What follows belongs to an exercise in optimizing a design on an open flow for small area, a short achievable clock period and few clock cycles per item; a production flow would make more cautious choices.
The RTL was checked by simulation tests, not by an equivalence proof against the original design.

## run A
// aes_round_unit
module aes_round_unit (
    input  wire         clk,
    input  wire         rst,         
    input  wire         in_valid,
    output wire         in_ready,
    input  wire [1:0]   in_ksize,    
    input  wire [255:0] in_key,      
    input  wire [127:0] in_block,
    output wire         out_valid,
    input  wire         out_ready,
    output wire [127:0] out_block
);
    reg         s_busy, s_done, s_first, s_last, s_k128, s_k192, s_sub2, s_none, s_norot;
    reg [3:0]   s_left;
    reg [7:0]   s_rc;
    reg         p_busy, p_done, p_first, p_last, p_k128, p_k192, p_sub2, p_none, p_norot;
    reg [3:0]   p_left;
    reg [7:0]   p_rc;
    reg [127:0] st;              
    reg [255:0] ks;              
    reg [31:0]  kx;              
    reg [127:0] pt;              
    reg [63:0]  pd;              
    reg [255:0] kp;              
    reg [31:0]  pkt;             
    reg [15:0]  pkd;
    reg [127:0] ob;
    reg         ov;
    reg         in_ready_r, hp_r, hs_r;
    assign out_valid = ov;
    assign out_block = ob;
    assign in_ready  = in_ready_r;
    wire hand_p = hp_r;      
    wire hand_s = hs_r;      
    wire accept = in_ready_r && in_valid;
    function [7:0] xtime(input [7:0] b);
        xtime = {b[6:0], 1'b0} ^ (b[7] ? 8'h1b : 8'h00);
    endfunction
    function [31:0] mix_corr(input [31:0] col);
        reg [7:0] a0, a1, a2, a3, t;
        begin
            {a0, a1, a2, a3} = col;
            t = a0 ^ a1 ^ a2 ^ a3;
  ...
clock: 12.0 ns
lec_check: 0
cap_margin: 20
core_margin: 2
core_utilization: 35
place_density: 0.45
slew_margin: 20
standard.sh (not shown) runs the stock make flow with config.mk's settings and CLKGATE_MAP_FILE= SYNTH_SCRIPT=/design/flow/synth_recipe.tcl, a recipe that flattens the netlist after the stock synthesis.
==> flow/flow/run.sh <==
#!/bin/bash
set -euo pipefail
MARGIN=7.75
here=$(pwd)
rm -rf "$here/scripts"
cp -r "$FLOW_HOME/scripts" "$here/scripts"
cp "$here/flow/abc.script" "$here/scripts/abc_area.script"
BUFFER_PORTS_ARGS="-buffer_cell sky130_fd_sc_hd__buf_4" bash standard.sh ABC_AREA=1 SCRIPTS_DIR="$here/scripts" SETUP_SLACK_MARGIN=$MARGIN finish > standard_flow.log 2>&1
==> flow/flow/abc.script <==
strash
dc2
&get -n
&dch -f
&nf -R 1000
&put
topo
stime -c
buffer -c
upsize -c
dnsize -c
Testbench counts of run A, summed over its fixed seeds: cycles 14,936, items 1,224.
Relative to run A, the following input files were edited for run B:
==> flow/flow/run.sh <==
#!/bin/bash
set -euo pipefail
MARGIN=7.5
here=$(pwd)
rm -rf "$here/scripts"
cp -r "$FLOW_HOME/scripts" "$here/scripts"
cp "$here/flow/abc.script" "$here/scripts/abc_area.script"
bash standard.sh ABC_AREA=1 SCRIPTS_DIR="$here/scripts" SETUP_SLACK_MARGIN=$MARGIN MATCH_CELL_FOOTPRINT=0 finish > standard_flow.log 2>&1
Notes after the runs:
- Run B: routed wire length lower than run A
- Across both runs, data required time at the worst endpoint was lower for run B than for run A.
- Run B against run A: global-route wire length before repair went down; clock latency of the later-clocked register in the worst-skew pair increased by 0.02 ns relative to the old numbers.
Inputs modified between run B and run C:
==> flow/flow/run.sh <==
#!/bin/bash
set -euo pipefail
MARGIN=8
here=$(pwd)
rm -rf "$here/scripts"
cp -r "$FLOW_HOME/scripts" "$here/scripts"
cp "$here/flow/abc.script" "$here/scripts/abc_area.script"
bash standard.sh ABC_AREA=1 SCRIPTS_DIR="$here/scripts" SETUP_SLACK_MARGIN=$MARGIN finish > standard_flow.log 2>&1
==> comparison <==
From run B to run C the numbers moved as follows: area share of buffers outside the clock network increased by 2.0 points relative to the old numbers, area added between synthesis and finish higher, clock sink total barely changed, cell count increased about 2.4%. Run C vs run B: via density per instance up in run C. Cmp run B and run C / total routing resource utilization after global routing / lower: run B. Relative to run B, the wire length measured on run C has increased by a few percent.
> inputs changed (run C -> run D)
diff --git a/flow/flow/run.sh b/flow/flow/run.sh
--- a/flow/flow/run.sh
+++ b/flow/flow/run.sh
@@ -1,5 +1,5 @@
 #!/bin/bash
 set -euo pipefail
-MARGIN=8
+MARGIN=7
 here=$(pwd)
 rm -rf "$here/scripts"
Results
Routed wire length: run D lower than run C
Run D ended with less global-route wire length before repair than run C.
## Diff of input files: run E against run D
==> flow/flow/run.sh <==
#!/bin/bash
set -euo pipefail
MARGIN=8
here=$(pwd)
rm -rf "$here/scripts"
cp -r "$FLOW_HOME/scripts" "$here/scripts"
cp "$here/flow/abc.script" "$here/scripts/abc_area.script"
BUFFER_PORTS_ARGS="-buffer_cell sky130_fd_sc_hd__buf_4" bash standard.sh ABC_AREA=1 SCRIPTS_DIR="$here/scripts" SETUP_SLACK_MARGIN=$MARGIN finish > standard_flow.log 2>&1
Run E: done, clean on timing, DRC and antenna
Diff run E and run D: clock skew higher in run D
Against run D, vias per cell in run E rose slightly.
Compared with run D, in run E routed length on met2 grew by 3.6%.
Of the two values seen for worst setup path startpoint, in_ksize[1] was produced by run E and p_k192 by run D.
Run E reports its endpoint of the most critical setup path as ks[73] while run D reports ob[31].

-- separate check: timing with driven ports --
The results above use ideal ports. As a check the final layouts listed here were re-extracted and re-timed, cells and wires unchanged.
Step 1: set_driving_cell puts a clkbuf_16 on clk and a buf_2 on each other input, an assumption about the parent block.
Step 2 also shifts input and output timing later by t, the mid clock arrival at the registers, as if the neighbouring blocks saw the same clock.
a / b / c = no drivers / after step 1 / after step 2; a / b = the first two.
| run | t, ns | setup slack, ns | worst setup path at the end | worst register clock-pin slew, ns | pins driven straight from the clock port |
|---|---|---|---|---|---|
| run A | 0.887 | 7.647 / 7.647 / 6.888 | input to register | 0.07 / 0.07 | 1 |
| run B | 0.901 | 7.464 / 7.464 / 6.763 | input to register | 0.06 / 0.06 | 1 |
| run C | 0.901 | 7.672 / 7.672 / 7.108 | input to register | 0.07 / 0.07 | 1 |
| run D | 0.905 | 6.781 / 6.781 / 6.442 | input to register | 0.07 / 0.07 | 1 |
| run E | 0.886 | 7.911 / 7.847 / 7.029 | input to register | 0.07 / 0.07 | 1 |
After both steps setup and hold are still met in every run listed. The setup slack of run E, which loses most, moves by -0.064 ns with the drivers and by -0.882 ns with both steps.
